Background: an optimization exercise with open tools, aiming at small area. Do not read the settings as production practice.
In this exercise RTL edits were held to simulation tests only and were not proved equivalent to the original.

[flow/run.sh]
#!/bin/bash
# synth_recipe.tcl (not shown) runs the flow's synth.tcl, then flattens the netlist and writes it again
# the make line also repeats each setting of config.mk as NAME=value (left out here)
make -C /OpenROAD-flow-scripts/flow DESIGN_CONFIG=/design/flow/config.mk WORK_HOME=/design/flow/orfs CLKGATE_MAP_FILE= SYNTH_SCRIPT=/design/flow/synth_recipe.tcl finish
[flow/config.mk]
export PLATFORM = sky130hd
export DESIGN_NAME = pwm_gen
export DESIGN_NICKNAME = pwm_gen
export VERILOG_FILES = /design/flow/design.v
export SDC_FILE = /design/flow/constraint.sdc
export NUM_CORES = 8
export LEC_CHECK = 0
export CAP_MARGIN = 20
export CORE_MARGIN = 2
export CORE_UTILIZATION = 40
export CTS_CLUSTER_DIAMETER = 80
export CTS_CLUSTER_SIZE = 24
export SLEW_MARGIN = 20
[flow/constraint.sdc]
create_clock -name core_clock -period 30.0 [get_ports {clk}]
set_input_delay 6.0000 -clock core_clock [delete_from_list [all_inputs] [get_ports {clk}]]
set_output_delay 6.0000 -clock core_clock [all_outputs]
set_load 0.01 [all_outputs]
[flow/design.v]
module pwm_chan (
    input             clk,
    input             rst,
    input             key_load,
    input             wr,
    input             rd,
    input      [3:0]  regsel,
    input      [31:0] wdata,
    input      [15:0] fw_new,      
    input             fw_over,     
    output reg [31:0] rval,
    output     [15:0] o_cd,
    output     [15:0] o_sl,
    output     [23:0] o_per,
    output     [23:0] o_psh,
    output     [23:0] o_plt,
    output     [23:0] o_rise,
    output            o_late,
    input      [23:0] m1,
    input      [23:0] m2,
    input      [12:0] cfl,         
    input             dbg_halt,
    input             fence,
    input             inline_ok,
    input             flt_hold,
    input             flt_trip,
    input             g3_clear,
    input      [15:0] isense,
    input      [15:0] vsense,
    input             swn,
    input      [3:0]  ton_all,
    output reg        gh,
    output reg        gl,
    output reg        ton,
    output reg        fault_req
);
    localparam [3:0] R_CTRL = 4'h0, R_STATUS = 4'h1, R_PER = 4'h2, R_RISE = 4'h3,
                     R_FALL = 4'h4, R_DT = 4'h5, R_LIM = 4'h6, R_DUTY = 4'h7,
                     R_SLEW = 4'h8, R_SENSE = 4'h9, R_ILIM = 4'ha, R_VLIM = 4'hb,
                     R_COUNT = 4'hc, R_COUNT1 = 4'hd;
    function automatic [32:0] radd(input [31:0] a, input [31:0] b, input ci);
        integer i;
        reg c;
        reg [32:0] r;
        begin
            c = ci;
            for (i = 0; i < 32; i = i + 1) begin
                r[i] = a[i] ^ b[i] ^ c;
                c    = (a[i] & b[i]) | (a[i] & c) | (b[i] & c);
            end
            r[32] = c;
            radd  = r;
        end
    endfunction
    function automatic rge(input [31:0] a, input [31:0] b);
        integer i;
        reg c;
        begin
            c = 1'b1;
            for (i = 0; i < 32; i = i + 1)
                c = (a[i] & ~b[i]) | (a[i] & c) | (~b[i] & c);
            rge = c;
        end
    endfunction
    reg        arm, stretch, adapt;
    reg [1:0]  mode;
    reg [28:0] per_r, rise_r, fall_r;
    reg [7:0]  dt_rise, dt_fall, dt_margin, dt_last;
    reg [7:0]  dt_min, min_pulse;
    reg [1:0]  safe;
    reg [2:0]  blank_src;
    reg        blank_en;
    reg [15:0] max_duty, fw_max_duty, duty_slew;
    reg [9:0]  blank;
    reg [8:0]  filt;
    reg [15:0] i_lim, fw_i_lim, v_lim, fw_v_lim;
    reg [15:0] short_cnt, late_cnt, swn_miss, g3_trips;
    reg        st_late, st_clamp, st_oc, st_ov, st_mref;
    reg [23:0] sh_p, sh_rise, alt_fall;
    reg [23:0] lt_p, lt_rise;
    reg        lt_v;
    reg [12:0] sh_fl, lt_fl;
    reg [23:0] a_sh, s_sh, a_lt, s_lt, b_acc;
    reg [2:0]  b_st;
    reg        running;
    reg [23:0] rem, tq, on_pend;
    reg [1:0]  phase;            
    reg        full_q, soft_q;
    reg [16:0] dstate;
    reg        g3_hold;
    wire hold   = ~arm | g3_hold | flt_hold | fence | ~inline_ok | dbg_halt | key_load;
    wire run_ok = ~hold;
    wire period_end = running && (rem == 24'd1);
    wire reload     = run_ok && (!running || period_end);
    wire commit     = wr && regsel == R_FALL;
    wire late       = running && (rem[23:3] == 21'd0) && !(rem[2] && rem[1]);
    wire xfer       = reload && lt_v;
    wire [23:0] P  = sh_p;
    wire [23:0] R  = sh_rise;
    wire [23:0] F  = lt_v ? alt_fall : fall_r[23:0];
    wire [1:0]  m  = (mode == 2'd3) ? 2'd0 : mode;
    wire        f_ge_p = sh_fl[0];
    wire        r_ge_p = sh_fl[1];
    wire [23:0] sub_a  = (m == 2'd2) ? P : F;
    wire [23:0] sub_b  = (m == 2'd2) ? F : R;
    wire [32:0] sub_r  = radd({8'd0, sub_a}, {8'd0, ~sub_b}, 1'b1);
    wire [24:0] sub_d  = {~sub_r[24], sub_r[23:0]};
    wire [23:0] con_d  = sub_d[24] ? 24'd0 : sub_d[23:0];
    reg        full;
    reg [23:0] cs, con;
    always @(*) begin
        case (m)
            2'd1: begin
                full = f_ge_p;
                cs   = 24'd0;
                con  = full ? P : F;
            end
            2'd2: begin
                full = sh_fl[2];
                cs   = 24'd0;
                con  = full ? P : con_d;
            end
            default: begin
                full = r_ge_p || f_ge_p;
                cs   = full ? 24'd0 : R;
                con  = full ? P : con_d;
            end
        endcase
    end
    wire [16:0] sl     = (duty_slew == 16'd0)    ? 17'd1 :
                         (duty_slew == 16'hffff) ? 17'h10000 : {1'b0, duty_slew};
    wire [32:0] dnx_r  = radd({15'd0, dstate}, {15'd0, sl}, 1'b0);
    wire [17:0] dnx    = dnx_r[17:0];       
    wire        dnx_full = dnx[17] | dnx[16];
    wire [16:0] dn     = !running ? sl : (dnx_full ? 17'h10000 : dnx[16:0]);
    wire [23:0] lim_a  = a_sh;
    wire [23:0] lim_b  = running ? b_acc : s_sh;
    wire        a_lt_c = !rge(lim_a, con);
    wire        b_lt_c = !rge(lim_b, con);
    wire [16:0] cd_d   = (fw_max_duty == 16'hffff) ? 17'h10000 : {1'b0, fw_max_duty};
    wire        a_lt_b = rge(dn, cd_d);
    wire [23:0] lim_cs = a_lt_b ? lim_a : lim_b;
    wire [23:0] on0    = (a_lt_c || b_lt_c) ? lim_cs : con;
    wire        clamp  = a_lt_c;
    wire        slew_cut = b_lt_c;
    wire [7:0]  dtr    = rge(dt_rise, dt_min) ? dt_rise : dt_min;
    wire [7:0]  dtf    = rge(dt_fall, dt_min) ? dt_fall : dt_min;
    wire [7:0]  mp1    = (min_pulse == 8'd0) ? 8'd1 : min_pulse;
    wire [32:0] st_r   = radd(dtr, mp1, 1'b0);
    wire [8:0]  st_on  = st_r[8:0];
    wire        on0_z  = (on0 == 24'd0);
    wire        is_short = !on0_z && !rge(on0, st_on);
    wire        st_le_p  = (P[23:9] != 15'd0) || rge(P[8:0], st_on);
    wire        st_le_rm = sh_fl[3] || rge(sh_fl[12:4], st_on);
    wire        can_stretch = stretch && rge(lim_cs, st_on) &&
                              (cs_z ? st_le_p : st_le_rm);
    wire [23:0] on_n   = !is_short ? on0 : (can_stretch ? {15'd0, st_on} : 24'd0);
    wire        on_z   = on0_z || (is_short && !can_stretch);
    wire        cs_z   = (m != 2'd0) || full || (R == 24'd0);
    wire H = phase[1];
    reg       h_q;
    reg [7:0] re_q, fe_q, xe_q;
    reg       xing_q, miss_q, fph_q;
    wire       h_rise  = H && !h_q;
    wire       h_fall  = !H && h_q;
    wire [32:0] re_inc = radd(re_q, 0, 1'b1);
    wire [32:0] fe_inc = radd(fe_q, 0, 1'b1);
    wire [7:0] re_cur  = h_rise ? 8'd0 : ((re_q == 8'hff) ? re_q : re_inc[7:0]);
    wire [7:0] fe_cur  = h_fall ? 8'd0 : ((fe_q == 8'hff) ? fe_q : fe_inc[7:0]);
    wire       fph_cur  = h_fall ? 1'b1 : (H ? 1'b0 : fph_q);
    wire       adapt_en = adapt && fph_cur;
    wire       xing_prev = h_fall ? 1'b0 : xing_q;
    wire       miss_prev = h_fall ? 1'b0 : miss_q;
    wire       xing_new = adapt_en && !H && swn && !xing_prev && !miss_prev &&
                          !rge(fe_cur, dtf);
    wire       xing_cur = xing_prev || xing_new;
    wire [7:0] xe_cur   = xing_new ? fe_cur : xe_q;
    wire [32:0] xm_r    = radd(xe_cur, dt_margin, 1'b0);
    wire [8:0] xm       = xm_r[8:0];
    wire [7:0] xm_hi    = rge(dtf, xm) ? xm[7:0] : dtf;
    wire [7:0] tgt      = (adapt_en && xing_cur) ?
                          (rge(xm_hi, dt_min) ? xm_hi : dt_min) : dtf;
    wire       miss_new = adapt_en && !H && !xing_cur && !miss_prev && (fe_cur == dtf);
    wire gh_n = run_ok && H && rge(re_cur, dtr);
    wire gl_n = run_ok && !H && rge(fe_cur, tgt);
    wire        ci   = rge(isense[15:4], fw_i_lim[15:4]);
    wire        cv   = rge(vsense[15:4], fw_v_lim[15:4]);
    reg  [9:0] bc, ho;
    reg  [8:0] fci, fcv;
    wire [9:0] blank_eff = rge(10'd800, blank) ? blank : 10'd800;
    wire [8:0] filt_eff  = (filt == 9'd0) ? 9'd1 : (rge(9'd400, filt) ? filt : 9'd400);
    wire       src_ton   = !blank_src[2] && ton_all[blank_src[1:0]];
    wire       start_win = blank_en && src_ton && (bc == 10'd0) &&
                           (ho == 10'd0) && (blank_eff != 10'd0);
    wire       blanked   = start_win || (bc != 10'd0);
    wire [32:0] fci_r    = radd(fci, 0, 1'b1);
    wire [32:0] fcv_r    = radd(fcv, 0, 1'b1);
    wire       det_i     = ci && !blanked && (fci_r[8:0] == filt_eff);
    wire       det_v     = cv && !blanked && (fcv_r[8:0] == filt_eff);
    wire       trip      = det_i || det_v || flt_trip;
    wire       first_trip = trip && !g3_hold && !flt_hold;
    wire we_ctrl  = wr && regsel == R_CTRL;
    wire we_stat  = wr && regsel == R_STATUS;
    wire we_dt    = wr && regsel == R_DT;
    wire kl_we    = wr && key_load;
    wire we_duty  = wr && regsel == R_DUTY;
    wire we_ilim  = wr && regsel == R_ILIM;
    wire we_vlim  = wr && regsel == R_VLIM;
    wire we_slew  = kl_we && regsel == R_SLEW;
    wire rd_count  = rd && regsel == R_COUNT;
    wire rd_count1 = rd && regsel == R_COUNT1;
    wire [32:0] short_cnt_inc = radd(short_cnt, 0, 1'b1);
    wire [32:0] late_cnt_inc  = radd(late_cnt, 0, 1'b1);
    wire [32:0] swn_miss_inc  = radd(swn_miss, 0, 1'b1);
    wire [32:0] g3_trips_inc  = radd(g3_trips, 0, 1'b1);
    wire inc_short = reload && is_short;
    wire inc_late  = commit && late;
    wire inc_miss  = run_ok && miss_new;
    wire inc_trips = first_trip;
    assign o_cd  = fw_max_duty;
    assign o_sl  = duty_slew;
    assign o_per = per_r[23:0];
    assign o_psh = xfer ? lt_p : sh_p;
    assign o_plt = lt_p;
    assign o_rise = rise_r[23:0];
    assign o_late = late;
    wire commit_nl = commit && !late;
    wire xfer_g    = xfer && !rst;
    wire [23:0] p_new = (per_r[23:4] == 20'd0) ? 24'd16 : per_r[23:0];
    always @(posedge clk) begin
        if (rst || we_ctrl || dbg_halt) arm <= we_ctrl && wdata[0] && !dbg_halt;
        if (rst || we_ctrl) begin
            stretch <= wdata[3];
            adapt   <= wdata[4];
        end
        if (rst || (we_ctrl && !arm)) mode <= wdata[2:1];
        if (rst || (wr && regsel == R_PER))  per_r  <= wdata[28:0];
        if (rst || (wr && regsel == R_RISE)) rise_r <= wdata[28:0];
        if (rst || commit)                   fall_r <= wdata[28:0];
        if (rst || we_dt) begin
            dt_rise   <= wdata[7:0];
            dt_fall   <= wdata[15:8];
            dt_margin <= wdata[23:16];
        end
        if (rst || (kl_we && regsel == R_LIM)) begin
            dt_min    <= wdata[7:0];
            min_pulse <= wdata[15:8];
            safe      <= wdata[17:16];
            blank_src <= wdata[22:20];
            blank_en  <= wdata[23];
        end
        if (rst || (kl_we && regsel == R_DUTY))  max_duty  <= wdata[15:0];
        if (rst || we_slew)                      duty_slew <= wdata[15:0];
        if (rst || (kl_we && regsel == R_SENSE)) begin
            blank <= wdata[9:0];
            filt  <= wdata[24:16];
        end
        if (rst || (kl_we && regsel == R_ILIM))  i_lim <= wdata[15:0];
        if (rst || (kl_we && regsel == R_VLIM))  v_lim <= wdata[15:0];
        if (rst || we_duty) fw_max_duty <= fw_new;
        if (rst || we_ilim) fw_i_lim    <= fw_new;
        if (rst || we_vlim) fw_v_lim    <= fw_new;
        if (rst || commit_nl || we_duty || xfer)
            a_sh <= (commit_nl || we_duty || !xfer_g) ? m1 : a_lt;
        if (rst || commit_nl || we_slew || xfer)
            s_sh <= (commit_nl || we_slew || !xfer_g) ? (we_slew ? m1 : m2) : s_lt;
    end
    always @(posedge clk) begin
        if (rst) begin
            sh_p <= 24'd16; sh_rise <= 24'd0; lt_v <= 1'b0;
            sh_fl <= {9'd16, 4'b0100};
            dt_last <= 8'd0;
            short_cnt <= 16'd0; late_cnt <= 16'd0; swn_miss <= 16'd0; g3_trips <= 16'd0;
            st_late <= 1'b0; st_clamp <= 1'b0; st_oc <= 1'b0; st_ov <= 1'b0; st_mref <= 1'b0;
        end else begin
            if (commit_nl) begin
                sh_p    <= p_new;
                sh_rise <= rise_r[23:0];
                sh_fl   <= cfl;
                lt_v    <= 1'b0;
            end else if (xfer) begin
                sh_p    <= lt_p;
                sh_rise <= lt_rise;
                sh_fl   <= lt_fl;
                lt_v    <= commit;
            end else if (commit) begin
                lt_v    <= 1'b1;
            end
            if (run_ok) begin
                if (xing_new) dt_last <= fe_cur;
                else if (miss_new) dt_last <= 8'hff;
            end
            if (we_stat) begin
                if (wdata[2])  st_late  <= 1'b0;
                if (wdata[4])  st_clamp <= 1'b0;
                if (wdata[8])  st_oc    <= 1'b0;
                if (wdata[9])  st_ov    <= 1'b0;
                if (wdata[10]) st_mref  <= 1'b0;
            end
            if (inc_late) st_late <= 1'b1;
            if ((reload && clamp) || ((we_duty || we_ilim || we_vlim) && fw_over)) st_clamp <= 1'b1;
            if (det_i) st_oc <= 1'b1;
            if (det_v) st_ov <= 1'b1;
            if (we_ctrl && arm && wdata[2:1] != mode) st_mref <= 1'b1;
            if (rd_count) begin
                short_cnt <= {15'd0, inc_short};
                late_cnt  <= {15'd0, inc_late};
            end else begin
                if (inc_short && short_cnt != 16'hffff) short_cnt <= short_cnt_inc[15:0];
                if (inc_late  && late_cnt  != 16'hffff) late_cnt  <= late_cnt_inc[15:0];
            end
            if (rd_count1) begin
                swn_miss <= {15'd0, inc_miss};
                g3_trips <= {15'd0, inc_trips};
            end else begin
                if (inc_miss  && swn_miss != 16'hffff) swn_miss <= swn_miss_inc[15:0];
                if (inc_trips && g3_trips != 16'hffff) g3_trips <= g3_trips_inc[15:0];
            end
        end
    end
    always @(posedge clk) begin
        if (commit && late) begin
            lt_p     <= p_new;
            lt_rise  <= rise_r[23:0];
            alt_fall <= (lt_v && !reload) ? alt_fall : fall_r[23:0];
            lt_fl    <= cfl;
            a_lt     <= m1;
            s_lt     <= m2;
        end else begin
            if (we_duty) a_lt <= m2;
            if (we_slew) s_lt <= m2;
        end
    end
    wire [3:0]  b_nib = (b_st[1:0] == 2'd0) ? dnx[3:0] :
                        (b_st[1:0] == 2'd1) ? dnx[7:4] :
                        (b_st[1:0] == 2'd2) ? dnx[11:8] : dnx[15:12];
    wire [32:0] b_s1  = radd({4'd0, b_acc}, {4'd0, sh_p & {24{b_nib[0]}}}, 1'b0);
    wire [32:0] b_s2  = radd(b_s1[27:0], {3'd0, sh_p & {24{b_nib[1]}}, 1'b0}, 1'b0);
    wire [32:0] b_s3  = radd(b_s2[27:0], {2'd0, sh_p & {24{b_nib[2]}}, 2'b0}, 1'b0);
    wire [32:0] b_s4  = radd(b_s3[27:0], {1'd0, sh_p & {24{b_nib[3]}}, 3'b0}, 1'b0);
    wire [27:0] b_sum = b_s4[27:0];
    always @(posedge clk) begin
        if (reload || (commit && !late)) begin
            b_st  <= 3'd0;
            b_acc <= 24'd0;
        end else if (!b_st[2]) begin
            b_st  <= dnx_full ? 3'd4 : b_st + 3'd1;
            b_acc <= dnx_full ? sh_p : b_sum[27:4];
        end
    end
    wire [32:0] rem_dec = radd(rem, 24'hffffff, 1'b0);
    wire [32:0] tq_dec  = radd(tq, 24'hffffff, 1'b0);
    wire [32:0] bc_dec  = radd(start_win ? blank_eff : bc, 10'h3ff, 1'b0);
    wire [32:0] ho_dec  = radd(ho, 10'h3ff, 1'b0);
    always @(posedge clk) begin
        if (hold) begin
            dstate  <= 17'd0;
            full_q  <= 1'b0;
            soft_q  <= 1'b0;
            phase   <= 2'd0;
        end else if (reload) begin
            rem     <= P;
            full_q  <= full;
            soft_q  <= slew_cut;
            dstate  <= dn;
            if (on_z) begin
                phase <= 2'd0;
            end else if (cs_z) begin
                phase <= 2'd2;
                tq    <= on_n;
            end else begin
                phase   <= 2'd1;
                tq      <= cs;
                on_pend <= on_n;
            end
        end else begin
            rem <= rem_dec[23:0];
            if (phase == 2'd1) begin
                if (tq == 24'd1) begin
                    phase <= 2'd2;
                    tq    <= on_pend;
                end else begin
                    tq    <= tq_dec[23:0];
                end
            end else if (phase == 2'd2) begin
                if (tq == 24'd1) phase <= 2'd0;
                else             tq    <= tq_dec[23:0];
            end
        end
        if (rst) phase <= 2'd0;
    end
    always @(posedge clk) begin
        if (rst) begin
            running <= 1'b0;
            gh <= 1'b0; gl <= 1'b0; ton <= 1'b0; fault_req <= 1'b0;
            bc <= 10'd0; ho <= 10'd0; fci <= 9'd0; fcv <= 9'd0; g3_hold <= 1'b0;
        end else begin
            if (hold)        running <= 1'b0;
            else if (reload) running <= 1'b1;
            gh  <= gh_n;
            gl  <= gl_n;
            ton <= (gh_n && !gh) || (gl_n && !gl);
            fault_req <= first_trip;
            if (start_win) begin
                bc <= bc_dec[9:0];
                if (blank_eff == 10'd1) ho <= 10'd800;
            end else if (bc != 10'd0) begin
                bc <= bc_dec[9:0];
                if (bc == 10'd1) ho <= 10'd800;
            end else if (ho != 10'd0) begin
                ho <= ho_dec[9:0];
            end
            if (ci && !blanked) begin
                if (fci != filt_eff) fci <= fci_r[8:0];
            end else begin
                fci <= 9'd0;
            end
            if (cv && !blanked) begin
                if (fcv != filt_eff) fcv <= fcv_r[8:0];
            end else begin
                fcv <= 9'd0;
            end
            if (det_i || det_v) g3_hold <= 1'b1;
            else if (g3_clear) g3_hold <= 1'b0;
        end
    end
    always @(posedge clk) begin
        if (hold) begin
            h_q <= 1'b0; re_q <= 8'd0; fe_q <= 8'd0; xe_q <= 8'd0;
            xing_q <= 1'b0; miss_q <= 1'b0; fph_q <= 1'b0;
        end else begin
            h_q    <= H;
            re_q   <= re_cur;
            fe_q   <= fe_cur;
            xe_q   <= xe_cur;
            xing_q <= xing_cur;
            miss_q <= miss_prev || miss_new;
            fph_q  <= fph_cur;
        end
    end
    wire [1:0] state = !arm ? 2'd0 : (hold ? 2'd1 : ((running && soft_q) ? 2'd2 : 2'd3));
    wire       h_g3  = g3_hold || flt_hold;
    always @(*) begin
        case (regsel)
            R_CTRL:   rval = {27'd0, adapt, stretch, mode, arm};
            R_STATUS: rval = {21'd0, st_mref, st_ov, st_oc,
                              !inline_ok, fence, h_g3,
                              st_clamp, running && full_q, st_late, state};
            R_PER:    rval = {3'd0, per_r};
            R_RISE:   rval = {3'd0, rise_r};
            R_FALL:   rval = {3'd0, fall_r};
            R_DT:     rval = {dt_last, dt_margin, dt_fall, dt_rise};
            R_LIM:    rval = {8'd0, blank_en, blank_src, 2'd0, safe, min_pulse, dt_min};
            R_DUTY:   rval = {fw_max_duty, max_duty};
            R_SLEW:   rval = {16'd0, duty_slew};
            R_SENSE:  rval = {7'd0, filt, 6'd0, blank};
            R_ILIM:   rval = {fw_i_lim, i_lim};
            R_VLIM:   rval = {fw_v_lim, v_lim};
            R_COUNT:  rval = {late_cnt, short_cnt};
            R_COUNT1: rval = {g3_trips, swn_miss};
            default:  rval = 32'd0;
        endcase
    end
endmodule
module pwm_gen (
    input             clk,
    input             rst,
    input             key_load,      
    input             wr,
    input             rd,
    input      [9:0]  addr,
    input      [31:0] wdata,
    output reg [31:0] rdata,         
    input             dbg_halt,
    input      [3:0]  fence,
    input      [3:0]  inline_ok,
    input      [3:0]  g3_clear,
    input      [63:0] isense,        
    input      [63:0] vsense,
    input      [3:0]  swn,
    input      [3:0]  flt_in,
    output     [3:0]  gh,
    output     [3:0]  gl,
    output     [3:0]  fault_req
);
    function automatic [32:0] radd(input [31:0] a, input [31:0] b, input ci);
        integer i;
        reg c;
        reg [32:0] r;
        begin
            c = ci;
            for (i = 0; i < 32; i = i + 1) begin
                r[i] = a[i] ^ b[i] ^ c;
                c    = (a[i] & b[i]) | (a[i] & c) | (b[i] & c);
            end
            r[32] = c;
            radd  = r;
        end
    endfunction
    function automatic rge(input [31:0] a, input [31:0] b);
        integer i;
        reg c;
        begin
            c = 1'b1;
            for (i = 0; i < 32; i = i + 1)
                c = (a[i] & ~b[i]) | (a[i] & c) | (~b[i] & c);
            rge = c;
        end
    endfunction
    function automatic [47:0] mulcs(input [15:0] x, input [23:0] y);
        integer i, j;
        reg [40:0] sv, cv, nsv, ncv;
        reg pp, a, b;
        begin
            sv = {17'd0, y & {24{x[0]}}};
            cv = 41'd0;
            for (i = 1; i < 16; i = i + 1) begin
                nsv = sv;
                ncv = 41'd0;
                for (j = i; j < i + 24; j = j + 1) begin
                    pp = y[j-i] & x[i];
                    a  = sv[j];
                    b  = cv[j];
                    nsv[j]   = a ^ b ^ pp;
                    ncv[j+1] = (a & b) | (a & pp) | (b & pp);
                end
                sv = nsv;
                cv = ncv;
            end
            mulcs = {cv[39:16], sv[39:16]};
        end
    endfunction
    wire       in_chan = (addr[9:8] == 2'b00);
    wire [2:0] ch      = addr[8:6];
    wire [3:0] regsel  = addr[5:2];
    wire       g_map   = (addr[9:2] == 8'h80);
    wire       g_flt   = (addr[9:2] == 8'h81);
    wire       g_glob  = (addr[9:2] == 8'h82);
    reg [15:0] flt_map;      
    reg [3:0]  pol, act, latch;
    reg [4:0]  fcnt [0:3];
    reg [15:0] flt_events;
    reg        dbg_safe;
    reg [3:0]  act_n, activ;
    integer i;
    always @(*) begin
        for (i = 0; i < 4; i = i + 1) begin
            act_n[i] = act[i];
            if ((flt_in[i] == pol[i]) != act[i] && fcnt[i] == 5'd31)
                act_n[i] = ~act[i];
            activ[i] = act_n[i] && !act[i];
        end
    end
    wire [2:0] n_activ = {2'd0, activ[0]} + {2'd0, activ[1]} +
                         {2'd0, activ[2]} + {2'd0, activ[3]};
    wire [32:0] ev_r   = radd(flt_events, n_activ, 1'b0);
    wire [16:0] ev_sum = ev_r[16:0];
    wire        rd_flt = rd && g_flt;
    always @(posedge clk) begin
        if (rst) begin
            flt_map <= 16'd0; pol <= 4'd0; act <= 4'd0; latch <= 4'd0;
            flt_events <= 16'd0; dbg_safe <= 1'b0;
            for (i = 0; i < 4; i = i + 1) fcnt[i] <= 5'd0;
        end else begin
            for (i = 0; i < 4; i = i + 1) begin
                if ((flt_in[i] == pol[i]) != act[i] && fcnt[i] != 5'd31)
                    fcnt[i] <= fcnt[i] + 5'd1;
                else
                    fcnt[i] <= 5'd0;
            end
            act <= act_n;
            if (wr && key_load && g_map)
                flt_map <= {wdata[27:24], wdata[19:16], wdata[11:8], wdata[3:0]};
            if (wr && key_load && g_flt) pol <= wdata[3:0];
            latch <= (wr && g_flt) ? ((latch & ~(wdata[11:8] & ~act)) | activ)
                                   : (latch | activ);
            if (rd_flt)
                flt_events <= {13'd0, n_activ};
            else
                flt_events <= ev_sum[16] ? 16'hffff : ev_sum[15:0];
            if (wr && g_glob && wdata[3]) dbg_safe <= 1'b0;
            if (dbg_halt) dbg_safe <= 1'b1;
        end
    end
    wire [3:0] fhold_src = latch | act;
    reg  [3:0] flt_hold, flt_trip;
    always @(*) begin
        flt_hold = 4'd0;
        flt_trip = 4'd0;
        for (i = 0; i < 4; i = i + 1) begin
            if (fhold_src[i]) flt_hold = flt_hold | flt_map[4*i +: 4];
            if (activ[i])     flt_trip = flt_trip | flt_map[4*i +: 4];
        end
    end
    wire [31:0] rval [0:3];
    wire [1:0]  w      = ch[1:0];
    wire        cw     = wr && in_chan;
    wire        is_commit = cw && regsel == 4'h4;
    wire        is_duty   = cw && regsel == 4'h7;
    wire [15:0] o_cd   [0:3];
    wire [15:0] o_sl   [0:3];
    wire [23:0] o_per  [0:3];
    wire [23:0] o_psh  [0:3];
    wire [23:0] o_plt  [0:3];
    wire [23:0] o_rise [0:3];
    wire [3:0]  o_late;
    wire [31:0] rval_w  = rval[w];
    wire [15:0] hard_w  = key_load ? wdata[15:0] : rval_w[15:0];
    wire        fw_over = (wdata[31:16] > hard_w);
    wire [15:0] fw_new  = fw_over ? hard_w : wdata[31:16];
    wire [15:0] sl_w    = o_sl[w];
    wire [15:0] sl_wm   = (sl_w == 16'd0) ? 16'd1 : sl_w;
    wire [15:0] sl_d    = (wdata[15:0] == 16'd0) ? 16'd1 : wdata[15:0];
    wire [23:0] per_w   = o_per[w];
    wire [23:0] p_new   = (per_w[23:4] == 20'd0) ? 24'd16 : per_w;
    wire [15:0] x1 = is_commit ? o_cd[w] : (is_duty ? fw_new : sl_d);
    wire [15:0] x2 = is_commit ? sl_wm   : (is_duty ? fw_new : sl_d);
    wire [23:0] y1 = is_commit ? p_new : o_psh[w];
    wire [23:0] y2 = is_commit ? p_new : o_plt[w];
    wire [23:0] rise_w  = o_rise[w];
    wire [23:0] fall_w  = wdata[23:0];
    wire [32:0] room_r  = radd(p_new, ~rise_w & 24'hffffff, 1'b1);
    wire [24:0] room    = {~room_r[24], room_r[23:0]};
    wire [12:0] cfl     = {room[8:0], room[23:9] != 15'd0, fall_w == 24'd0,
                           room[24] || room[23:0] == 24'd0, rge(fall_w, p_new)};
    wire [47:0] cs1 = mulcs(x1, y1);
    wire [47:0] cs2 = mulcs(x2, y2);
    wire [23:0] pr1 = cs1[47:24] + cs1[23:0];
    wire [23:0] pr2 = cs2[47:24] + cs2[23:0];
    wire [23:0] m1 = rst ? 24'd0 : ((x1 == 16'hffff) ? y1 : pr1);
    wire [23:0] m2 = rst ? 24'd0 : ((x2 == 16'hffff) ? y2 : pr2);
    wire [31:0] wdm    = rst ? 32'd0 : wdata;
    wire [15:0] fw_nm  = rst ? 16'd0 : fw_new;
    wire [3:0]  ton;
    genvar k;
    generate
        for (k = 0; k < 4; k = k + 1) begin : g_ch
            pwm_chan u_ch (
                .clk       (clk),
                .rst       (rst),
                .key_load  (key_load),
                .wr        (cw && w == k),
                .rd        (rd && in_chan && w == k),
                .regsel    (regsel),
                .wdata     (wdm),
                .fw_new    (fw_nm),
                .fw_over   (fw_over),
                .rval      (rval[k]),
                .o_cd      (o_cd[k]),
                .o_sl      (o_sl[k]),
                .o_per     (o_per[k]),
                .o_psh     (o_psh[k]),
                .o_plt     (o_plt[k]),
                .o_rise    (o_rise[k]),
                .cfl       (cfl),
                .o_late    (o_late[k]),
                .m1        (m1),
                .m2        (m2),
                .dbg_halt  (dbg_halt),
                .fence     (fence[k]),
                .inline_ok (inline_ok[k]),
                .flt_hold  (flt_hold[k]),
                .flt_trip  (flt_trip[k]),
                .g3_clear  (g3_clear[k]),
                .isense    (isense[16*k +: 16]),
                .vsense    (vsense[16*k +: 16]),
                .swn       (swn[k]),
                .ton_all   (ton),
                .gh        (gh[k]),
                .gl        (gl[k]),
                .ton       (ton[k]),
                .fault_req (fault_req[k])
            );
        end
    endgenerate
    always @(posedge clk) begin
        if (rst) begin
            rdata <= 32'd0;
        end else if (rd) begin
            if (in_chan)
                rdata <= (regsel <= 4'hd) ? rval_w : 32'd0;
            else if (g_map)
                rdata <= {4'd0, flt_map[15:12], 4'd0, flt_map[11:8], 4'd0, flt_map[7:4], 4'd0, flt_map[3:0]};
            else if (g_flt)
                rdata <= {flt_events, 4'd0, latch, act, pol};
            else if (g_glob)
                rdata <= {28'd0, dbg_safe, 3'd0};
            else
                rdata <= 32'd0;
        end
    end
endmodule
==> summary.txt, run 1 <==
* Total GRT Usage at 39.3%
* Buffers added on ports at 205
* Critical path's slowest cell: o2111ai_1
* Worst-Margin Slew at 1.35 ns
* Crit Path Max Fanout at 44
* Synth Net Count at 22600
* Period Utilization, post-route at 90.0%
* Clk latency of the worst-skew pair at 1.08 ns
* Dpl hpwl at 824000 um
* Most area-consuming cells after synthesis: edfxtp_1 (30%), fa_1 (12%), dfxtp_1 (11%)
* Clock Sinks at 3221
* Crit path required time at 30.67 ns
* Number of flops mapped to enable cells by yosys at 2088
* Worst relative slew slack at 9.11%
* Hold WC Path Type: reg -> reg
* CTS clk-pin slew, worst paths at 0.10 ns
* Longest Clk Path Bufs at 4
* Initial antenna violation count at 195
* Top FF cell, synth: edfxtp_1
* Netlist cell types at 142
* # nets final at 22400
* ANT nets after route at 0
* RSZ-0062 raised after global routing: no
* DR iter-0 viols at 29200
* Min cycle time layout at 27.00 ns
* Final setup violating endpoints at 0
* Setup TNS at 0 ns
* Pin count of the biggest net entering global routing at 107
* Die X at 726 um
* Commonest non-fill, non-tap cell in the layout: nand2_1
* Syn Inst Count at 20400
* Core area at 0.520 mm^2
* Cell Area, Synth at 0.208 mm^2
* Hold_ws at 0.454 ns
* Max cap viols at 0
* Synth top area share at 30.1%
* Wire length per cell at 38.8 um
* TritonCTS clock tree: built
* Worst path max stage delay at 1.06 ns
* Pre-Repair DR Iteration Count at 10
* Async set-reset flop share out of synthesis at 0%
* GP Congestion at 1.11
* Most frequent cells in the layout: nand2_1 (2270), edfxtp_1 (2088), nor2_1 (1871)
* Critical path arrival at 27.67 ns
* Reg area at 0.0854 mm^2
* Multi-input gate area at 0.113 mm^2
* Register area share after synthesis at 41.0%
* Crit path kind: in -> reg
* #FFs+latches synth at 3221
* Post-cts sizing count at 0
* Final clock skew at 0.159 ns
* F_max at 0.0370 GHz
* Via/cell ratio at 6.48
* Vias in the first global route at 163000
* Ports at 240
* Drt drc at 0
* Die Height at 726 um
* Critical Path Source Type: input pin
* H-tree Lvls at 4
* Die area at 0.527 mm^2
* Synth area leader: edfxtp_1
* FP Rows at 265
* Final wirelength at 1070000 um
* Share of cells above drive strength 1 at 10.1%
* Fillers at 50000
* Crit end category: register
* CTS root buffer: clkbuf_16
* Crit path top cell by count: fa_1
* First-pass GRT wire length at 1420000 um
* Total CTS buffers at 217
* Max-slew violation count at 0
* Initial core utilization at 40.1%
* Via count of the routed design at 178000
* Post-CTS setup buffer count at 0
* Hold Fails Final Rpt at 0
* Status: timing/DRC/antenna clean
* Yosys warns at 4
* Grt ovf at 0
* Hold Buf Count CTS at 0
* Area Overhead vs Synth at 9.73%
* Avg Cell Area, Syn at 10.2 um^2
[final timing paths]
path,startpoint,end,slack (ns),cells after the start
worst min register to register,fcnt[0][0],fcnt[0][0],0.45,1
worst min-delay path,fcnt[0][0],fcnt[0][0],0.45,1
worst max-delay path,addr[5],g_ch[2].u_ch.s_sh[22],3.00,60
worst max register to register,g_ch[0].u_ch.duty_slew[12],g_ch[0].u_ch.b_acc[22],7.79,57
[flip-flops by register name (all words and copies together) (netlist names), 68 cells and up, named ones only]
name and flops:
g_ch.u_ch.lt_rise 96, g_ch.u_ch.sh_rise 96, g_ch.u_ch.a_sh 96, g_ch.u_ch.b_acc 96
g_ch.u_ch.tq 96, g_ch.u_ch.per_r 116, g_ch.u_ch.a_lt 96, g_ch.u_ch.rem 96
g_ch.u_ch.lt_p 96, g_ch.u_ch.sh_p 96, g_ch.u_ch.rise_r 116, g_ch.u_ch.s_lt 96
g_ch.u_ch.on_pend 96, g_ch.u_ch.alt_fall 96, g_ch.u_ch.s_sh 96, g_ch.u_ch.dstate 68
g_ch.u_ch.fall_r 116
[area by class of cell]
| class | count | area share [%] |
|---|---|---|
| timing repair buffer | 956 | 3.45 |
| antenna | 170 | 0.186 |
| inverter | 1526 | 2.51 |
| sequential | 3221 | 37.4 |
| tap | 6942 | 3.80 |
| multi-input combinational | 14300 | 49.3 |
| clock buffer | 266 | 2.53 |
| clock inverter | 140 | 0.886 |
[critical path: cells and delay by family]
| family | cells | cell delay, ns |
|---|---|---|
| buffers and inverters | 7 | 1.83 |
| and+or+nand+nor | 6 | 2.36 |
| adders and majority gates | 18 | 8.38 |
| AOI/OAI and AO/OA | 29 | 8.93 |
[Yosys cell counts, types with 374 or more instances]
| cell | count |
|---|---|
| fa_1 | 1224 |
| inv_1 | 1516 |
| ha_1 | 790 |
| nand2_1 | 2283 |
| a211oi_1 | 394 |
| dfxtp_1 | 1133 |
| a21oi_1 | 1085 |
| a22oi_1 | 374 |
| o21ai_0 | 712 |
| nor2_1 | 1912 |
| edfxtp_1 | 2088 |
| mux2i_1 | 776 |
| clkbuf_1 | 1055 |
[layer usage]
layer | GRT usage, % | routed length [um] | up-vias
met5 | 0.00907 | 447 | -
met4 | 30.1 | 100000 | 70
met3 | 13.2 | 142000 | 2945
met1 | 50.0 | 394000 | 89300
li1 | - | - | 72900
met2 | 54.8 | 429000 | 13100
[metrics by stage]
stage               cells  util, %  setup slack [ns]  cell area [um^2]
floorplan           20400        -              7.30            208000
global placement    26900     42.3              2.64            220000
detailed placement  26900     42.3              2.53            220000
CTS                 27300     43.9              3.57            228000
global route        27400     43.9              2.54            228000
finish              27500     44.0              3.00            229000
[cell families after synthesis]
| kind of cell | count (synthesis) | synth area share, % |
|---|---|---|
| and+or+nand+nor | 6134 | 13.3 |
| AOI/OAI and AO/OA | 4345 | 14.2 |
| DFF | 3221 | 41.0 |
| buffers and inverters | 2918 | 5.50 |
| adders and majority gates | 2297 | 17.9 |
| muxes | 1284 | 7.19 |
| xor gates and xnor gates | 218 | 0.917 |
==> inputs of run 2 (changes only) <==
--- a/flow/config.mk
+++ b/flow/config.mk
@@ -9,5 +9,3 @@
 export CORE_MARGIN = 2
 export CORE_UTILIZATION = 40
-export CTS_CLUSTER_DIAMETER = 80
-export CTS_CLUSTER_SIZE = 24
 export SLEW_MARGIN = 20
==> run 2 against run 1 <==
Net effect: synthesized area unchanged; cell area increased by 2.1%; via count increased by 1.1%; hold slack got worse by 0.0037 ns; clock skew decreased by 0.051 ns; the layout now fails its checks (antenna violations); critical endpoint is now g_ch[1].u_ch.s_sh[22].
==> summary.txt, run 2 <==
* Status: failed layout checks (was timing/DRC/antenna clean)
* SO Faults: antenna violations
* Vias in the first global route at 165000 (was 163000)
* Number of buffer and inverter stages on the critical path at 7 (unchanged)
* Setup TNS at 0 ns (unchanged)
* Critical path's slowest cell: o2111ai_1 (unchanged)
* Fin util at 44.9% (was 44.0%)
* R2R Setup Slk at 7.79 ns (about the same)
* Synth area leader: edfxtp_1 (unchanged)
* Grt ovf at 0 (unchanged)
* Wire length per cell at 38.6 um (was 38.8 um)
* Critical path arrival at 27.79 ns (was 27.67 ns)
* #FFs+latches synth at 3221 (unchanged)
* GP Congestion at 1.11 (unchanged)
* Clock Sinks at 3221 (unchanged)
* Max cap viols at 0 (unchanged)
* Cell Area, Synth at 0.208 mm^2 (unchanged)
* TritonCTS clock tree: built (unchanged)
* Die X at 726 um (unchanged)
* Dpl hpwl at 824000 um (unchanged)
* Post-cts sizing count at 0 (unchanged)
* Crit path top cell by count: fa_1 (unchanged)
* H-tree Lvls at 5 (was 4)
* Ports at 240 (unchanged)
* Top FF cell, synth: edfxtp_1 (unchanged)
* Final setup violating endpoints at 0 (unchanged)
* ANT nets after route at 2 (was 0)
* Share of cells above drive strength 1 at 11.0% (was 10.1%)
* F_max at 0.0370 GHz (about the same)
* Netlist cell types at 142 (unchanged)
* Placed Instances at 26900 (unchanged)
* Syn Inst Count at 20400 (unchanged)
* Total GRT Usage at 39.5% (was 39.3%)
* DR iter-0 viols at 29200 (about the same)
* Initial antenna violation count at 191 (was 195)
* Crit Path Max Fanout at 44 (unchanged)
* Worst relative slew slack at 8.95% (was 9.11%)
* Hold Fails Final Rpt at 0 (unchanged)
* Pin count of the biggest net entering global routing at 107 (unchanged)
* RSZ-0062 raised after global routing: no (unchanged)
* Most area-consuming cells after synthesis: edfxtp_1 (30%), fa_1 (12%), dfxtp_1 (11%) (unchanged)
* Count leader, synth: nand2_1 (unchanged)
* Final wirelength at 1070000 um (about the same)
* Via count of the routed design at 180000 (was 178000)
* Hold WC Path Type: reg -> reg (unchanged)
* Hold Buf Count CTS at 0 (unchanged)
* Core area at 0.520 mm^2 (unchanged)
* Commonest cells post-synth: nand2_1 (2283), edfxtp_1 (2088), nor2_1 (1912) (unchanged)
* CTS clk-pin slew, worst paths at 0.06 ns (was 0.10 ns)
* Commonest non-fill, non-tap cell in the layout: nand2_1 (unchanged)
* Max-slew violation count at 0 (unchanged)
* Via/cell ratio at 6.48 (about the same)
* Async set-reset flop share out of synthesis at 0% (unchanged)
* Worst-Margin Slew at 1.35 ns (about the same)
* Clk latency of the worst-skew pair at 1.10 ns (was 1.08 ns)
* Number of flops mapped to enable cells by yosys at 2088 (unchanged)
* First-pass GRT wire length at 1430000 um (was 1420000 um)
* CTS root buffer: clkbuf_16 (unchanged)
* Register area share after synthesis at 41.0% (unchanged)
* Crit end category: register (unchanged)
* Most frequent cells in the layout: nand2_1 (2270), edfxtp_1 (2088), nor2_1 (1871) (unchanged)
* # nets final at 22600 (was 22400)
* Final clock skew at 0.108 ns (was 0.159 ns)
* Initial core utilization at 40.1% (unchanged)
* Critical register-to-register path startpoint: g_ch[0].u_ch.duty_slew[12] (unchanged)
* Longest Clk Path Bufs at 4 (unchanged)
* Yosys warns at 4 (unchanged)
* Crit path kind: in -> reg (unchanged)
* Synth Net Count at 22600 (unchanged)
* Crit path required time at 30.76 ns (was 30.67 ns)
* Area Overhead vs Synth at 12.1% (was 9.73%)
* Top Registers: g_ch.u_ch.fall_r x116, g_ch.u_ch.per_r x116, g_ch.u_ch.rise_r x116 (unchanged)
* Total CTS buffers at 372 (was 217)
* Post-route insts no fill at 27800 (was 27500)
* Fillers at 49600 (was 50000)
* Critical Path Source Type: input pin (unchanged)
* Crit path from: addr[5] (unchanged)
* Worst path max stage delay at 1.03 ns (was 1.06 ns)
* Avg Cell Area, Syn at 10.2 um^2 (unchanged)
* Period Utilization, post-route at 90.1% (was 90.0%)
* Die area at 0.527 mm^2 (unchanged)
* Buffers added on ports at 205 (unchanged)
* Pre-Repair DR Iteration Count at 9 (was 10)
* Crit-path leading delay family: compound AO/OA/AOI/OAI gates (unchanged)
* Synth top area share at 30.1% (unchanged)
* Min cycle time layout at 27.03 ns (was 27.00 ns)
* Post-CTS setup buffer count at 0 (unchanged)
* FP Rows at 265 (unchanged)
* Die Height at 726 um (unchanged)
* Drt drc at 0 (unchanged)
* Worst Hold Launch: fcnt[2][0] (was fcnt[0][0])
-- run 2: cell counts after synthesis --
Identical to the previous run, type by type.
-- run 2: cell families after synthesis --
| kind of cell | count (synthesis) | share of synthesized area [%] |
|---|---|---|
| buffers and inverters | 2918 | 5.50 |
| flip-flops | 3221 | 41.0 |
| AO/OA/AOI/OAI | 4345 | 14.2 |
| XOR/XNOR | 218 | 0.917 |
| AND/OR/NAND/NOR | 6134 | 13.3 |
| adder cells (fa/ha/maj) | 2297 | 17.9 |
| multiplexers | 1284 | 7.19 |
-- run 2: final cells by class --
cell class	instances	area, um^2	share of cell area, %
antenna	186	465	0.199
clock buffer	490	10100	4.35
clock inverter	207	2470	1.06
inverter	1526	5740	2.46
multi-input combinational	14300	113000	48.2
sequential	3221	85400	36.6
tap	6942	8690	3.72
timing repair buffer	960	7940	3.40
-- run 2: path summary, 6_finish.rpt --
path	end	cells past startpoint
max	g_ch[1].u_ch.s_sh[22]	60
min	fcnt[2][0]	1
max reg2reg	g_ch[0].u_ch.b_acc[22]	57
min reg2reg	fcnt[2][0]	1
-- run 2: metrics by stage --
stage                     instance area [um^2]  worst slack, ns  hold WS (ns)
final                                   233000             2.97         0.450
after CTS                               233000             3.62         0.450
after global placement                  220000             2.64         0.433
after detailed placement                220000             2.53         0.439
after floorplan                         208000             7.30         0.418
after global routing                    233000             2.54         0.466
-- run 2: routing by layer --
| metal | track usage (%) | routed length [um] |
|---|---|---|
| met3 | 13.2 | 142000 |
| met5 | 0.00907 | 303 |
| met2 | 54.9 | 432000 |
| met4 | 30.5 | 99000 |
| met1 | 50.4 | 399000 |
==> inputs of run 3 (changes only) <==
--- a/flow/design.v
+++ b/flow/design.v
@@ -102,30 +102,13 @@
     wire        f_ge_p = sh_fl[0];
     wire        r_ge_p = sh_fl[1];
-    wire [23:0] sub_a  = (m == 2'd2) ? P : F;
-    wire [23:0] sub_b  = (m == 2'd2) ? F : R;
+    wire        full   = (m == 2'd1) ? f_ge_p :
+                         (m == 2'd2) ? sh_fl[2] : (r_ge_p || f_ge_p);
+    wire        use_r  = (m == 2'd0) && !full;
+    wire        use_f  = (m == 2'd2) && !full;
+    wire [23:0] sub_a  = (full || m == 2'd2) ? P : F;
+    wire [23:0] sub_b  = (R & {24{use_r}}) | (F & {24{use_f}});
     wire [32:0] sub_r  = radd({8'd0, sub_a}, {8'd0, ~sub_b}, 1'b1);
-    wire [24:0] sub_d  = {~sub_r[24], sub_r[23:0]};
-    wire [23:0] con_d  = sub_d[24] ? 24'd0 : sub_d[23:0];
-    reg        full;
-    reg [23:0] cs, con;
-    always @(*) begin
-        case (m)
-            2'd1: begin
-                full = f_ge_p;
-                cs   = 24'd0;
-                con  = full ? P : F;
-            end
-            2'd2: begin
-                full = sh_fl[2];
-                cs   = 24'd0;
-                con  = full ? P : con_d;
-            end
-            default: begin
-                full = r_ge_p || f_ge_p;
-                cs   = full ? 24'd0 : R;
-                con  = full ? P : con_d;
-            end
-        endcase
-    end
+    wire [23:0] con    = sub_r[24] ? sub_r[23:0] : 24'd0;
+    wire [23:0] cs     = R & {24{use_r}};
     wire [16:0] sl     = (duty_slew == 16'd0)    ? 17'd1 :
                          (duty_slew == 16'hffff) ? 17'h10000 : {1'b0, duty_slew};
--- a/flow/config.mk
+++ b/flow/config.mk
@@ -6,6 +6,9 @@
 export NUM_CORES = 8
 export LEC_CHECK = 0
+export ABC_AREA = 1
 export CAP_MARGIN = 20
 export CORE_MARGIN = 2
-export CORE_UTILIZATION = 40
+export CORE_UTILIZATION = 60
+export CTS_CLUSTER_DIAMETER = 80
+export CTS_CLUSTER_SIZE = 24
 export SLEW_MARGIN = 20
==> run 3 against run 2 <==
Net effect: largest cell class unchanged; flip-flop and latch count stayed put; wire length decreased by 11%; sequential share of layout area increased by 3.0 points; cell area fell by 7.7%; critical path depth grew 4; hold slack worse by 0.0060 ns; the layout fails its checks (max-capacitance violations, max-slew violations); clock skew fell by 0.028 ns.
==> summary.txt, run 3 <==
* Top Registers: g_ch.u_ch.fall_r x116, g_ch.u_ch.per_r x116, g_ch.u_ch.rise_r x116 (unchanged)
* Avg Cell Area, Syn at 8.89 um^2 (was 10.2 um^2)
* Clk latency of the worst-skew pair at 1.07 ns (was 1.10 ns)
* Die Height at 583 um (was 726 um)
* Pin count of the biggest net entering global routing at 114 (was 107)
* Met2 WL at 365000 um (was 432000 um)
* Hold WC Path Type: reg -> reg (unchanged)
* Core area at 0.334 mm^2 (was 0.520 mm^2)
* Commonest non-fill, non-tap cell in the layout: nand2_1 (unchanged)
* Ports at 240 (unchanged)
* Critical Path Source Type: input pin (unchanged)
* Status: failed layout checks (unchanged)
* Crit end category: register (unchanged)
* DRT met1 WL at 314000 um (was 399000 um)
* F_max at 0.0353 GHz (was 0.0370 GHz)
* Max cap viols at 1 (was 0)
* Wire length per cell at 35.5 um (was 38.6 um)
* Register area share after synthesis at 42.4% (was 41.0%)
* Post-CTS setup buffer count at 0 (unchanged)
* Total CTS buffers at 187 (was 372)
* Commonest cells post-synth: nand2_1 (4556), inv_1 (3263), edfxtp_1 (2088) (was nand2_1 (2283), edfxtp_1 (2088), nor2_1 (1912))
* Grt ovf at 0 (unchanged)
* Final setup violating endpoints at 0 (unchanged)
* Most frequent cells in the layout: nand2_1 (4544), inv_1 (3246), edfxtp_1 (2088) (was nand2_1 (2270), edfxtp_1 (2088), nor2_1 (1871))
* Initial antenna violation count at 136 (was 191)
* Yosys warns at 4 (unchanged)
* Number of flops mapped to enable cells by yosys at 2088 (unchanged)
* Final wirelength at 959000 um (was 1070000 um)
* CTS root buffer: clkbuf_16 (unchanged)
* Cell Area, Synth at 0.201 mm^2 (was 0.208 mm^2)
* Max Used Layer: met5 (unchanged)
* RSZ-0062 raised after global routing: no (unchanged)
* Hold Fails Final Rpt at 0 (unchanged)
* Via count of the routed design at 186000 (was 180000)
* Total GRT Usage at 55.3% (was 39.5%)
* ANT nets after route at 0 (was 2)
* Post-cts sizing count at 0 (unchanged)
* Worst-Margin Slew at 1.64 ns (was 1.35 ns)
* Async set-reset flop share out of synthesis at 0% (unchanged)
* Clock Sinks at 3221 (unchanged)
* Number of buffer and inverter stages on the critical path at 8 (was 7)
* Longest Clk Path Bufs at 4 (unchanged)
* Crit path required time at 30.79 ns (was 30.76 ns)
* Buffers added on ports at 205 (unchanged)
* Fillers at 27600 (was 49600)
* Critical path's slowest cell: o41ai_1 (was o2111ai_1)
* GP Congestion at 1.15 (was 1.11)
* Worst Hold Launch: g_ch[0].u_ch.fall_r[21] (was fcnt[2][0])
* R2r endpoint: g_ch[3].u_ch.s_sh[22] (was g_ch[0].u_ch.b_acc[22])
* Worst r2r path cells at 60 (was 57)
* Top FF cell, synth: edfxtp_1 (unchanged)
* Met3 WL post-DR at 174000 um (was 142000 um)
* Crit path kind: in -> reg (unchanged)
* Hold Crit Endpoint: g_ch[0].u_ch.alt_fall[21] (was fcnt[2][0])
* Post-route insts no fill at 27000 (was 27800)
* Placed Instances at 26500 (was 26900)
* FP Rows at 212 (was 265)
* Crit path top cell by count: fa_1 (unchanged)
* Hold path cells at 0 (was 1)
* Via/cell ratio at 6.88 (was 6.48)
* Syn Inst Count at 22600 (was 20400)
* Period Utilization, post-route at 94.4% (was 90.1%)
* SO Faults: max-capacitance violations, max-slew violations (was antenna violations)
* Critical path arrival at 29.11 ns (was 27.79 ns)
* Die area at 0.340 mm^2 (was 0.527 mm^2)
* CTS clk-pin slew, worst paths at 0.10 ns (was 0.06 ns)
* TritonCTS clock tree: built (unchanged)
* Netlist cell types at 77 (was 142)
* Dpl hpwl at 734000 um (was 824000 um)
* Area Overhead vs Synth at 7.19% (was 12.1%)
* Worst path max stage delay at 1.07 ns (was 1.03 ns)
* Initial core utilization at 60.3% (was 40.1%)
* Max-slew violation count at 10 (was 0)
* Worst relative slew slack at -9.40% (was 8.95%)
* Synth area leader: edfxtp_1 (unchanged)
* Pre-Repair DR Iteration Count at 13 (was 9)
* Drt drc at 0 (unchanged)
* Synth Net Count at 24800 (was 22600)
* R2R Setup Slk at 7.96 ns (was 7.79 ns)
* # nets final at 24600 (was 22600)
* First-pass GRT wire length at 1300000 um (was 1430000 um)
* Critical register-to-register path startpoint: g_ch[2].u_ch.rise_r[5] (was g_ch[0].u_ch.duty_slew[12])
* Final clock skew at 0.0794 ns (was 0.108 ns)
* DR iter-0 viols at 35400 (was 29200)
* H-tree Lvls at 4 (was 5)
* Count leader, synth: nand2_1 (unchanged)
* Setup TNS at 0 ns (unchanged)
* Most area-consuming cells after synthesis: edfxtp_1 (31%), fa_1 (12%), dfxtp_1 (11%) (was edfxtp_1 (30%), fa_1 (12%), dfxtp_1 (11%))
* Min cycle time layout at 28.31 ns (was 27.03 ns)
* CP Depth at 64 (was 60)
* #FFs+latches synth at 3221 (unchanged)
* Hold Buf Count CTS at 0 (unchanged)
* Share of cells above drive strength 1 at 5.26% (was 11.0%)
* Crit-path leading delay family: adder cells (was compound AO/OA/AOI/OAI gates)
* Die X at 583 um (was 726 um)
* Crit Path Max Fanout at 35 (was 44)
* Synth top area share at 31.2% (was 30.1%)
* Vias in the first global route at 169000 (was 165000)
## run 3: cell types whose count changed in the layout (fill, tap and decap cells not counted), moves of 241 or more
cell,change
a22oi_1,-338
o21ai_0,+1211
buf_4,-249
mux2i_1,-764
mux2_2,-367
and2_1,-303
maj3_1,-241
inv_1,+1738
nand2_1,+2274
nor2_1,-241
o22ai_1,+357
## run 3: cell families after synthesis
logic type      synth area share [%]
compound gates                  15.6
simple gates                    15.4
xor+xnor                       0.810
fa+ha+maj                       17.2
mux                           0.0498
flops                           42.4
buf+inv                         8.51
## run 3: cell type report
type	count	area [um^2]	share of cell area, %
antenna	119	298	0.138
tap	4387	5490	2.55
sequential	3221	85400	39.6
clock inverter	83	1060	0.490
inverter	3340	12600	5.82
multi-input combinational	14900	99700	46.3
timing repair buffer	706	5980	2.77
clock buffer	263	5110	2.37
## run 3: worst register-to-register path: cells and delay by family (launching register included)
family	cells	cell delay [ns]
xor gates and xnor gates	1	0.15
and+or+nand+nor	12	2.85
DFF	1	0.52
AOI/OAI and AO/OA	24	7.56
adders and majority gates	17	8.33
buffers and inverters	6	2.37
## run 3: how the worst max path moves through the flow
stage,startpoint,to,slack [ns]
2_1_floorplan,addr[4],g_ch[0].u_ch.s_sh[22],8.63
3_3_place_gp,addr[3],g_ch[1].u_ch.s_sh[22],2.73
3_5_place_dp,addr[5],g_ch[3].u_ch.s_sh[22],2.62
4_1_cts,addr[5],g_ch[3].u_ch.s_sh[22],3.56
5_1_grt,addr[4],g_ch[3].u_ch.s_sh[21],1.99
6_report,addr[4],g_ch[3].u_ch.s_sh[22],1.69
## run 3: through the flow
stage / utilization (%) / setup slack, ns / hold slack (ns) / area (um^2)
floorplan: - / 8.63 / 0.418 / 201000
global placement: 62.6 / 2.73 / 0.427 / 209000
detailed placement: 62.6 / 2.62 / 0.432 / 209000
CTS: 64.4 / 3.56 / 0.447 / 215000
global route: 64.5 / 1.99 / 0.461 / 215000
finish: 64.6 / 1.69 / 0.444 / 216000
## run 3: layer usage
layer	global-route usage, %	vias to the layer above
li1	-	76200
met1	66.5	88900
met2	72.8	16700
met3	27.8	4142
met4	46.6	67
met5	3.49	-
==> inputs of run 4 (changes only) <==
--- a/flow/config.mk
+++ b/flow/config.mk
@@ -9,5 +9,5 @@
 export CAP_MARGIN = 20
 export CORE_MARGIN = 2
-export CORE_UTILIZATION = 60
+export CORE_UTILIZATION = 40
 export CTS_CLUSTER_DIAMETER = 80
 export CTS_CLUSTER_SIZE = 24
==> run 4 against run 3 <==
Net effect: critical path type unchanged; largest cell class unchanged; utilization is 21 points lower; the layout still fails its checks (max-capacitance violations, max-slew violations); synthesized area stayed put; register-to-register slack better by 0.57 ns; wire length is 0.65% lower; synthesized cell count stayed put; non-clock buffer count is 4 lower; first-iteration DRC count is 16% lower; highest routed layer unchanged; worst setup slack better by 1.3 ns; clock-buffer cell count is 2 higher; cell count is 8.3% higher.
==> summary.txt, run 4 <==
* Status: failed layout checks (unchanged)
* SO Faults: max-capacitance violations, max-slew violations (unchanged)
* Count leader, synth: nand2_1 (unchanged)
* Total GRT Usage at 36.3% (was 55.3%)
* Post-CTS setup buffer count at 0 (unchanged)
* Core area at 0.501 mm^2 (was 0.334 mm^2)
* Hold WC Path Type: reg -> reg (unchanged)
* Commonest non-fill, non-tap cell in the layout: nand2_1 (unchanged)
* DP Worst Slack at 2.88 ns (was 2.62 ns)
* Final setup violating endpoints at 0 (unchanged)
* Period Utilization, post-route at 90.2% (was 94.4%)
* Buffers added on ports at 205 (unchanged)
* Final wirelength at 952000 um (was 959000 um)
* Min cycle time layout at 27.05 ns (was 28.31 ns)
* Critical Path Source Type: input pin (unchanged)
* GP Congestion at 1.10 (was 1.15)
* Share of cells above drive strength 1 at 5.21% (was 5.26%)
* Async set-reset flop share out of synthesis at 0% (unchanged)
* Wire length per cell at 32.6 um (was 35.5 um)
* CTS root buffer: clkbuf_16 (unchanged)
* Syn Inst Count at 22600 (unchanged)
* Max-slew violation count at 2 (was 10)
* Synth area leader: edfxtp_1 (unchanged)
* RSZ-0062 raised after global routing: no (unchanged)
* Worst-Margin Slew at 1.52 ns (was 1.64 ns)
* First-pass GRT wire length at 1290000 um (was 1300000 um)
* DR iter-0 viols at 29600 (was 35400)
* Critical path's slowest cell: o41ai_1 (unchanged)
* Via/cell ratio at 6.12 (was 6.88)
* Hold_ws at 0.438 ns (was 0.444 ns)
* Worst path max stage delay at 1.11 ns (was 1.07 ns)
* Via count of the routed design at 179000 (was 186000)
* Avg Cell Area, Syn at 8.89 um^2 (unchanged)
* Clock Sinks at 3221 (unchanged)
* TritonCTS clock tree: built (unchanged)
* Clk latency of the worst-skew pair at 1.04 ns (was 1.07 ns)
* Post-cts sizing count at 0 (unchanged)
* Synth Net Count at 24800 (unchanged)
* ANT nets after route at 0 (unchanged)
* Longest Clk Path Bufs at 4 (unchanged)
* Grt ovf at 0 (unchanged)
* Die X at 713 um (was 583 um)
* Synth top area share at 31.2% (unchanged)
* Ports at 240 (unchanged)
* Area Overhead vs Synth at 8.53% (was 7.19%)
* Cell Area, Synth at 0.201 mm^2 (unchanged)
* Most area-consuming cells after synthesis: edfxtp_1 (31%), fa_1 (12%), dfxtp_1 (11%) (unchanged)
* Die Height at 713 um (was 583 um)
* Netlist cell types at 77 (unchanged)
* Vias in the first global route at 163000 (was 169000)
* Final clock skew at 0.112 ns (was 0.0794 ns)
* Initial antenna violation count at 141 (was 136)
* Final worst slack at 2.95 ns (was 1.69 ns)
* FP Rows at 260 (was 212)
* CTS clk-pin slew, worst paths at 0.11 ns (was 0.10 ns)
* Crit path required time at 30.72 ns (was 30.79 ns)
* Crit path top cell by count: fa_1 (unchanged)
* Max cap viols at 1 (unchanged)
* F_max at 0.0370 GHz (was 0.0353 GHz)
* Worst relative slew slack at -2.61% (was -9.40%)
* Top FF cell, synth: edfxtp_1 (unchanged)
* Initial core utilization at 40.2% (was 60.3%)
* #FFs+latches synth at 3221 (unchanged)
* Pin count of the biggest net entering global routing at 91 (was 114)
* Hold Buf Count CTS at 0 (unchanged)
* Hold Fails Final Rpt at 0 (unchanged)
* R2R Setup Slk at 8.53 ns (was 7.96 ns)
* Yosys warns at 4 (unchanged)
* Number of flops mapped to enable cells by yosys at 2088 (unchanged)
* Setup TNS at 0 ns (unchanged)
* Total CTS buffers at 187 (unchanged)
* H-tree Lvls at 4 (unchanged)
* # nets final at 24600 (about the same)
* Top Registers: g_ch.u_ch.fall_r x116, g_ch.u_ch.per_r x116, g_ch.u_ch.rise_r x116 (unchanged)
* Crit Path Max Fanout at 29 (was 35)
* Die area at 0.509 mm^2 (was 0.340 mm^2)
* Critical path arrival at 27.77 ns (was 29.11 ns)
* Crit end category: register (unchanged)
* Pre-Repair DR Iteration Count at 9 (was 13)
* Dpl hpwl at 739000 um (was 734000 um)
* Crit path kind: in -> reg (unchanged)
* Commonest cells post-synth: nand2_1 (4556), inv_1 (3263), edfxtp_1 (2088) (unchanged)
* Register area share after synthesis at 42.4% (unchanged)
* Drt drc at 0 (unchanged)
* Most frequent cells in the layout: nand2_1 (4546), inv_1 (3246), edfxtp_1 (2088) (was nand2_1 (4544), inv_1 (3246), edfxtp_1 (2088))
[run 4: cell counts after synthesis]
Identical to the previous run, type by type.
[run 4: layout make-up]
| type | instances | area, um^2 |
|---|---|---|
| diodes | 66 | 165 |
| inverters | 3340 | 12600 |
| clock inverters | 78 | 1050 |
| fillers | 49600 | 283000 |
| well taps | 6681 | 8360 |
| flip-flops and latches | 3221 | 85400 |
| repair buffers | 702 | 5840 |
| clock buffers | 265 | 5200 |
| multi-input cells | 14900 | 99800 |
[run 4: routing by layer]
layer  vias up  global-route usage (%)  wire (um)
met5         -                   0.339        415
met4        48                    25.3      83200
met3      2574                    12.4     133000
met2     12400                    51.7     387000
met1     87900                    46.1     349000
li1      76100                       -          -
[run 4: worst max-delay path, delay by kind of cell]
family          cells  cell delay [ns]
fa+ha+maj          18             8.55
xor+xnor            1             0.23
simple gates       13             2.54
buf+inv            12             4.10
compound gates     25             6.26
[run 4: cells by family (layout without fill, tap and decap cells)]
family | Yosys count | count (layout) | synth area share (%)
XOR/XNOR | 186 | 186 | 0.810
flip-flops | 3221 | 3221 | 42.4
AO/OA/AOI/OAI | 5105 | 5105 | 15.6
adder cells (fa/ha/maj) | 2029 | 2029 | 17.2
buffers and inverters | 4509 | 4385 | 8.51
other | 0 | 66 | 0
AND/OR/NAND/NOR | 7572 | 7572 | 15.4
multiplexers | 10 | 10 | 0.0498
[run 4: through the flow]
step / util, % / cells / instance area (um^2)
3_3_place_gp: 42.3 / 28800 / 212000
6_report: 43.6 / 29300 / 218000
2_1_floorplan: - / 22600 / 201000
5_1_grt: 43.6 / 29200 / 218000
4_1_cts: 43.5 / 29200 / 218000
3_5_place_dp: 42.3 / 28800 / 212000
[run 4: final timing paths]
| check | startpoint | end | depth (start not counted) |
|---|---|---|---|
| hold reg to reg | g_ch[1].u_ch.fall_r[1] | g_ch[1].u_ch.alt_fall[1] | 0 |
| setup / recovery | addr[4] | g_ch[3].u_ch.s_sh[22] | 69 |
| setup reg to reg | g_ch[1].u_ch.duty_slew[1] | g_ch[1].u_ch.b_acc[22] | 58 |
| hold / removal | g_ch[1].u_ch.fall_r[1] | g_ch[1].u_ch.alt_fall[1] | 0 |

==> afterwards: timing with drivers on the ports <==
In the flow no input, the clock included, has a driving cell. The finished layouts below were timed again as built, in two steps. Step 1 assumes that a clkbuf_16 drives the clock port and a buf_2 every other input. Step 2 adds t to the input delays and takes it off the output delays; t is the mean of the earliest and latest rising clock arrival at the registers after step 1. Input paths then give back, and output paths get back, about the clock's delay inside the block. Three values: ideal, step 1, step 2; two values: the first two.
| run | t, ns | setup WS [ns] | worst setup path after step 2 | clock arrival spread, ns |
|---|---|---|---|---|
| run 1 | 1.147 | 3.002 / 3.088 / 1.941 | input to register | 0.161 / 0.161 |
| run 2 | 1.174 | 2.972 / 2.954 / 1.780 | input to register | 0.108 / 0.108 |
| run 3 | 1.166 | 1.685 / 1.794 / 0.628 | input to register | 0.080 / 0.080 |
| run 4 | 1.123 | 2.948 / 3.067 / 1.944 | input to register | 0.113 / 0.114 |
The setup slack of run 2, which loses most, moves by -0.018 ns with the drivers and by -1.192 ns with both steps.
